Source: an optimization exercise on an open RTL-to-GDS flow (aim: small area, a short achievable clock period and few clock cycles per item). Production flows keep margins and buffers that such runs may drop. Only simulation tests tie the RTL to the original design; equivalence was not proved.

Setup of build 95:
Design casub_flit_enc, start of the top module:
module casub_flit_enc (
    input  wire        clk,
    input  wire        rst,         
    input  wire        in_valid,
    output wire        in_ready,
    input  wire [63:0] in_data,
    output wire        out_valid,
    input  wire        out_ready,
    output wire [63:0] out_data,
    output wire        out_last
);
    reg  [4:0]  beat;       
    reg         dp;         
    reg         rdy;        
    reg         out_v, out_l;
    reg  [63:0] out_q;
    reg         sk_v;
    reg  [63:0] sk_q;
    reg         fr, fd;     
    reg  [63:0] crc, rem0, rem1;
    assign in_ready  = rdy;
    assign out_valid = out_v;
    assign out_data  = out_q;
    assign out_last  = out_l;
    wire [63:0] cu = crc ^ out_q;
    wire [63:0] crc_n;
    wire cx64 = cu[0] ^ cu[63];
    wire cx65 = cu[4] ^ cu[24];
    wire cx66 = cu[12] ^ cu[17];
    wire cx67 = cu[9] ^ cu[16];
    wire cx68 = cu[11] ^ cu[18];
    wire cx69 = cu[19] ^ cu[54];
    wire cx70 = cu[37] ^ cu[42];
    wire cx71 = cu[20] ^ cu[55];
    wire cx72 = cu[5] ^ cu[59];
    wire cx73 = cu[36] ^ cu[41];
    wire cx74 = cu[7] ^ cu[21];
    wire cx75 = cu[2] ^ cu[22];
    wire cx76 = cu[29] ^ cu[43];
    wire cx77 = cu[3] ^ cu[23];
    wire cx78 = cu[31] ^ cu[45];
    wire cx79 = cu[30] ^ cu[44];
    wire cx80 = cu[8] ^ cu[15];
    wire cx81 = cu[51] ^ cu[58];
    wire cx82 = cu[13] ^ cu[53];
    wire cx83 = cu[10] ^ cu[47];
    wire cx84 = cu[32] ^ cu[57];
    wire cx85 = cu[1] ^ cu[48];
    wire cx86 = cu[33] ^ cu[56];
    wire cx87 = cu[14] ^ cu[50];
    wire cx88 = cu[34] ^ cu[35];
    wire cx89 = cu[28] ^ cx70;
    wire cx90 = cu[6] ^ cu[39];
    wire cx91 = cu[46] ^ cx69;
    wire cx92 = cu[38] ^ cu[40];
    wire cx93 = cx67 ^ cx68;
    wire cx94 = cu[52] ^ cx66;
    wire cx95 = cu[27] ^ cx64;
    wire cx96 = cx65 ^ cx72;
    wire cx97 = cx73 ^ cx76;
    wire cx98 = cu[49] ^ cx82;
    wire cx99 = cu[62] ^ cx71;
    wire cx100 = cx79 ^ cx81;
    wire cx101 = cx75 ^ cx78;
    wire cx102 = cu[26] ^ cx88;
    wire cx103 = cx74 ^ cx85;
    wire cx104 = cx86 ^ cx87;
    wire cx105 = cx80 ^ cx83;
    wire cx106 = cu[61] ^ cx77;
    wire cx107 = cu[25] ^ cu[46];
    wire cx108 = cu[1] ^ cu[60];
  ...
Size in the first run: about 3800 cells after synthesis, about 140 I/O pins.
Settings: LEC_CHECK=0, CAP_MARGIN=20, CORE_MARGIN=2, CORE_UTILIZATION=40, PLACE_DENSITY=0.6, SLEW_MARGIN=20; clock period 10.0 ns.
standard.sh (not shown) runs the stock make flow with config.mk's settings and CLKGATE_MAP_FILE= SYNTH_SCRIPT=/design/flow/synth_recipe.tcl, a recipe that flattens the netlist after the stock synthesis.
==> flow/flow/run.sh <==
#!/bin/bash
# The standard layout, except:
#  - synthesis is ORFS's synthesis script unchanged but with the ABC mapping
#    script replaced by flow/abc_map.script (area-oriented mapping that keeps
#    the XOR networks of the RTL); registers are mapped by the same dfflibmap
#    pass, so names and cell types match the standard synthesis;
set -euo pipefail
MARGIN=6.4
cp -r "$FLOW_HOME/scripts" myscripts
cp flow/abc_map.script myscripts/abc_speed.script
cp flow/abc_map.script myscripts/abc_area.script
bash standard.sh SCRIPTS_DIR="$PWD/myscripts" synth > flow_synth.log 2>&1
bash standard.sh SETUP_SLACK_MARGIN=$MARGIN finish > flow_standard.log 2>&1
==> flow/flow/abc_map.script <==
strash
dch
map -a
topo
stime -c
Having completed the whole flow, build 95 delivered a layout that passed the timing, design-rule and antenna checks.
Testbench counts of build 95, summed over its fixed seeds: cycles 12,296, flits 384.
[inputs] build 65 vs build 95
==> flow/flow/run.sh <==
#!/bin/bash
set -euo pipefail
bash standard.sh SETUP_SLACK_MARGIN=6.4 'BUFFER_PORTS_ARGS=-buffer_cell sky130_fd_sc_hd__buf_1' TNS_END_PERCENT=0 finish > flow_standard.log 2>&1
removed: flow/flow/abc_map.script
Findings:
For build 95, the critical path's slowest cell was xnor2_4, unlike build 65, where it was xnor2_1. Build 65: post-synthesis share of cell area spent on and, or, nand and nor gates is 10 points lower than what build 95 reported. Sequential share of layout area (higher): build 65. Compared with build 95, in build 65 core occupancy in the finished layout went down 6.0 points; synthesized cell count went down 827; global routing met3 resource utilization went up 0.36 points; post-CTS resize count went down 365. Setup slack in build 65 is smaller than in build 95. The maximum clock frequency of build 65 is lower than that of build 95.
Inputs modified between build 65 and build 92:
==> flow/flow/run.sh <==
#!/bin/bash
# The standard layout, except:
#  - synthesis is ORFS's synthesis script unchanged but with the ABC mapping
#    script replaced by flow/abc_map.script (area-oriented mapping, then
#    buffering and sizing); registers are mapped by the same dfflibmap pass,
#    so their names and cell types match the standard synthesis;
set -euo pipefail
cp -r "$FLOW_HOME/scripts" myscripts
cp flow/abc_map.script myscripts/abc_speed.script
cp flow/abc_map.script myscripts/abc_area.script
bash standard.sh SCRIPTS_DIR="$PWD/myscripts" synth > flow_synth.log 2>&1
bash standard.sh SETUP_SLACK_MARGIN=6.4 'BUFFER_PORTS_ARGS=-buffer_cell sky130_fd_sc_hd__buf_1' finish > flow_standard.log 2>&1
==> flow/flow/abc_map.script (new file) <==
strash
dch -f
amap
buffer -c
topo
upsize -c
dnsize -c
### Flow results
Largest family of logic cells by synthesized area: compound AO/OA/AOI/OAI gates -> build 92, XOR/XNOR gates -> build 65
Build 65 reports its termination of the worst setup path as out_q[57]$_DFFE_PN_ while build 92 reports out_q[45]$_DFFE_PN_.
Compared with build 65, build 92 shows a higher share of synthesized area occupied by flip-flops and latches.
On final wirelength, build 92 does worse than build 65.
Build 92 vs. build 65: post-route worst setup slack went down by 0.086 ns.
Relative max-transition margin in build 92 is 3.0 points above build 65.
Build 92: done, clean on timing, DRC and antenna
Build 65: full flow OK, the timing, design-rule and antenna checks passed
Build 65 has lower length of routed met2 wiring than build 92.
Modified inputs, build 85 compared to build 92
==> flow/flow/run.sh <==
#!/bin/bash
set -euo pipefail
bash standard.sh SETUP_SLACK_MARGIN=6.4 finish > flow_standard.log 2>&1
removed: flow/flow/abc_map.script
## What came out
When build 85 is set beside build 92, its final worst hold slack turns out to be 0.0098 ns larger.
Taking build 92 as the reference, in build 85 worst setup slack after placement rose 0.87 ns, final weighted congestion in routability-driven placement fell about 12%, number of clock buffer instances in the layout fell 5.1%, setup slack rose 0.21 ns, critical path buffer and inverter count fell 3.
STATUS clock period minus worst slack: build 85 wins against build 92
Build 92 → build 85: number of multi-input logic gates dropped 670; full die area climbed 3.9%; layout-stage area growth over the synthesis result dropped 33 points; final critical-path share of the clock period dropped 2.1 points.
## Diff of input files: build 55 against build 85
==> flow/flow/run.sh <==
#!/bin/bash
# The standard layout, except:
#  - synthesis is ORFS's synthesis script unchanged but with the ABC mapping
#    script replaced by flow/abc_map.script (area-oriented mapping that keeps
#    the XOR networks of the RTL); registers are mapped by the same dfflibmap
#    pass, so names and cell types match the standard synthesis;
set -euo pipefail
MARGIN=6.4
cp -r "$FLOW_HOME/scripts" myscripts
cp flow/abc_map.script myscripts/abc_speed.script
cp flow/abc_map.script myscripts/abc_area.script
bash standard.sh SCRIPTS_DIR="$PWD/myscripts" synth > flow_synth.log 2>&1
bash standard.sh SETUP_SLACK_MARGIN=$MARGIN finish > flow_standard.log 2>&1
==> flow/flow/abc_map.script (new file) <==
strash
dch -f
amap
==> summary.txt <==
- Post-synthesis adder-cell area fraction essentially unchanged between build 55 and build 85.
- Re area after synthesis: build 85 was higher than build 55.
- Diff build 85 and build 55: layout multi-input combinational cell count higher in build 55
- In the final design statistics, build 55 uses more standard cells in total than build 85.
- Changes observed in build 55 relative to build 85: fraction of final layout cells sized beyond drive strength 1 went up; worst-case setup margin in the final layout went down.
- Highest layer used for signal routing: met5 -> build 55, met4 -> build 85
- Build 55 vs build 85 — non-clock buffer count climbed by more than 100%
- For the largest fanout on the critical path, build 55 came in 3 lower than build 85 did.
- Final cell area: build 55 above build 85

* * *

## try-maple
casub_flit_enc, a different RTL version from the one above (not shown whole).
Size in the first run: ~2800 cells after synthesis, about 330 flip-flops, roughly 140 I/O pins, about 27000 um2 of cells after synthesis.
clock: 10.0 ns
lec_check: 0
cap_margin: 20
core_margin: 2
core_utilization: 40
place_density: 0.6
slew_margin: 20
==> flow/flow/run.sh <==
#!/bin/bash
# The standard layout, except:
#  - synthesis is ORFS's synthesis script unchanged, but ABC maps with
#    flow/abc_map.script (area-oriented mapping with no up-sizing; the timing
#    repair later sizes the critical paths) and the 3-input XOR/XNOR cells are
#    added to DONT_USE_CELLS for this step. Registers are mapped by the same
#    dfflibmap pass, so their names and cell types match the standard synthesis.
set -euo pipefail
DU="sky130_fd_sc_hd__probe_p_8 sky130_fd_sc_hd__probec_p_8 sky130_fd_sc_hd__lpflow_bleeder_1 sky130_fd_sc_hd__lpflow_clkbufkapwr_1 sky130_fd_sc_hd__lpflow_clkbufkapwr_16 sky130_fd_sc_hd__lpflow_clkbufkapwr_2 sky130_fd_sc_hd__lpflow_clkbufkapwr_4 sky130_fd_sc_hd__lpflow_clkbufkapwr_8 sky130_fd_sc_hd__lpflow_clkinvkapwr_1 sky130_fd_sc_hd__lpflow_clkinvkapwr_16 sky130_fd_sc_hd__lpflow_clkinvkapwr_2 sky130_fd_sc_hd__lpflow_clkinvkapwr_4 sky130_fd_sc_hd__lpflow_clkinvkapwr_8 sky130_fd_sc_hd__lpflow_decapkapwr_12 sky130_fd_sc_hd__lpflow_decapkapwr_3 sky130_fd_sc_hd__lpflow_decapkapwr_4 sky130_fd_sc_hd__lpflow_decapkapwr_6 sky130_fd_sc_hd__lpflow_decapkapwr_8 sky130_fd_sc_hd__lpflow_inputiso0n_1 sky130_fd_sc_hd__lpflow_inputiso0p_1 sky130_fd_sc_hd__lpflow_inputiso1n_1 sky130_fd_sc_hd__lpflow_inputiso1p_1 sky130_fd_sc_hd__lpflow_inputisolatch_1 sky130_fd_sc_hd__lpflow_isobufsrc_1 sky130_fd_sc_hd__lpflow_isobufsrc_16 sky130_fd_sc_hd__lpflow_isobufsrc_2 sky130_fd_sc_hd__lpflow_isobufsrc_4 sky130_fd_sc_hd__lpflow_isobufsrc_8 sky130_fd_sc_hd__lpflow_isobufsrckapwr_16 sky130_fd_sc_hd__lpflow_lsbuf_lh_hl_isowell_tap_1 sky130_fd_sc_hd__lpflow_lsbuf_lh_hl_isowell_tap_2 sky130_fd_sc_hd__lpflow_lsbuf_lh_hl_isowell_tap_4 sky130_fd_sc_hd__lpflow_lsbuf_lh_isowell_4 sky130_fd_sc_hd__lpflow_lsbuf_lh_isowell_tap_1 sky130_fd_sc_hd__lpflow_lsbuf_lh_isowell_tap_2 sky130_fd_sc_hd__lpflow_lsbuf_lh_isowell_tap_4  sky130_fd_sc_hd__xor3_1 sky130_fd_sc_hd__xor3_2 sky130_fd_sc_hd__xor3_4 sky130_fd_sc_hd__xnor3_1 sky130_fd_sc_hd__xnor3_2 sky130_fd_sc_hd__xnor3_4"
cp -r "$FLOW_HOME/scripts" myscripts
cp flow/abc_map.script myscripts/abc_speed.script
bash standard.sh SCRIPTS_DIR="$PWD/myscripts" "DONT_USE_CELLS=$DU" synth > flow_synth.log 2>&1
bash standard.sh SETUP_SLACK_MARGIN=6.6 'BUFFER_PORTS_ARGS=-buffer_cell sky130_fd_sc_hd__buf_1' CTS_CLUSTER_SIZE=22 CTS_CLUSTER_DIAMETER=100 PLACE_DENSITY=0.5 finish > flow_standard.log 2>&1
==> flow/flow/abc_map.script <==
&get -n
&st
&dch
&nf
&put
Testbench counts of try-maple, summed over its fixed seeds: cycles 12,296, flits 384.
Setup changes, try-maple to try-amber
-- flow/flow/run.sh --
<<< try-maple, line 11
cp flow/abc_map.script myscripts/abc_speed.script
bash standard.sh SCRIPTS_DIR="$PWD/myscripts" "DONT_USE_CELLS=$DU" synth > flow_synth.log 2>&1
bash standard.sh SETUP_SLACK_MARGIN=6.6 'BUFFER_PORTS_ARGS=-buffer_cell sky130_fd_sc_hd__buf_1' CTS_CLUSTER_SIZE=22 CTS_CLUSTER_DIAMETER=100 PLACE_DENSITY=0.5 finish > flow_standard.log 2>&1
>>> try-amber, line 11
cp flow/abc_map.script myscripts/abc_speed.script
bash standard.sh SCRIPTS_DIR="$PWD/myscripts" "DONT_USE_CELLS=$DU" synth > flow_synth.log 2>&1
bash standard.sh SETUP_SLACK_MARGIN=6.6 'BUFFER_PORTS_ARGS=-buffer_cell sky130_fd_sc_hd__buf_1' CTS_CLUSTER_SIZE=22 CTS_CLUSTER_DIAMETER=100 CORE_UTILIZATION=55 PLACE_DENSITY=0.72 finish > flow_standard.log 2>&1
Findings:
try-amber completed; timing, DRC and antenna clean
try-maple finished all stages; the layout is clean.
When try-amber is measured against try-maple, its finished layout cell area turns out 3.1% lower.
| routed wirelength normalized by instance count | try-amber vs try-maple | ≈ equal |
Critical path depth: try-amber and try-maple compared, higher one is try-maple
Between try-amber and try-maple, the die outline area is lower for try-amber.
Changes observed in try-amber relative to try-maple: fmax shows a reduction of about 2.8%, final cell count shows a reduction of 297, total wire length shows a reduction of 7.5%.
Edits applied to the flow inputs when going from try-amber to try-raven:
-- flow/flow/run.sh --
<<< try-amber, line 11
cp flow/abc_map.script myscripts/abc_speed.script
bash standard.sh SCRIPTS_DIR="$PWD/myscripts" "DONT_USE_CELLS=$DU" synth > flow_synth.log 2>&1
bash standard.sh SETUP_SLACK_MARGIN=6.6 'BUFFER_PORTS_ARGS=-buffer_cell sky130_fd_sc_hd__buf_1' CTS_CLUSTER_SIZE=22 CTS_CLUSTER_DIAMETER=100 CORE_UTILIZATION=55 PLACE_DENSITY=0.72 finish > flow_standard.log 2>&1
>>> try-raven, line 11
cp flow/abc_map.script myscripts/abc_speed.script
bash standard.sh SCRIPTS_DIR="$PWD/myscripts" "DONT_USE_CELLS=$DU" synth > flow_synth.log 2>&1
bash standard.sh SETUP_SLACK_MARGIN=6.6 'BUFFER_PORTS_ARGS=-buffer_cell sky130_fd_sc_hd__buf_1' CTS_CLUSTER_SIZE=22 CTS_CLUSTER_DIAMETER=100 finish > flow_standard.log 2>&1
[summary]
Area of placed instances for try-raven is higher than for try-amber. Initial antenna violation count | try-raven below try-amber. Comparing the two runs side by side, try-raven comes out ahead of try-amber on final wirelength.

-- port drivers added, routing unchanged --
The flow's constraints put no driver on any port. The routed layouts listed below were extracted and timed again, unchanged, in two steps. Step 1, drivers: a clkbuf_16 drives clk and a buf_2 each remaining input, both assumed. Step 2 also shifts input and output timing later by t, the mid clock arrival at the registers, as if the neighbouring blocks saw the same clock. a / b / c = no drivers / after step 1 / after step 2; a / b = the first two.
run | shift t [ns] | setup WS [ns] | clock arrival spread, ns
build 95 | 0.648 | 6.363 / 6.344 / 5.955 | 0.028 / 0.028
build 65 | 0.633 | 6.182 / 6.182 / 5.843 | 0.019 / 0.020
build 92 | 0.679 | 6.096 / 6.096 / 5.818 | 0.036 / 0.036
build 85 | 0.635 | 6.306 / 6.306 / 5.948 | 0.043 / 0.042
build 55 | 0.696 | 6.038 / 6.038 / 5.750 | 0.061 / 0.060
try-maple | 0.640 | 6.578 / 6.525 / 6.085 | 0.045 / 0.044
try-amber | 0.620 | 6.479 / 6.479 / 6.024 | 0.022 / 0.022
try-raven | 0.610 | 6.499 / 6.499 / 6.160 | 0.028 / 0.028
After both steps setup and hold are still met in every run listed. For try-maple, which loses most, drivers alone change the setup slack by -0.053 ns; drivers and shift together by -0.493 ns.
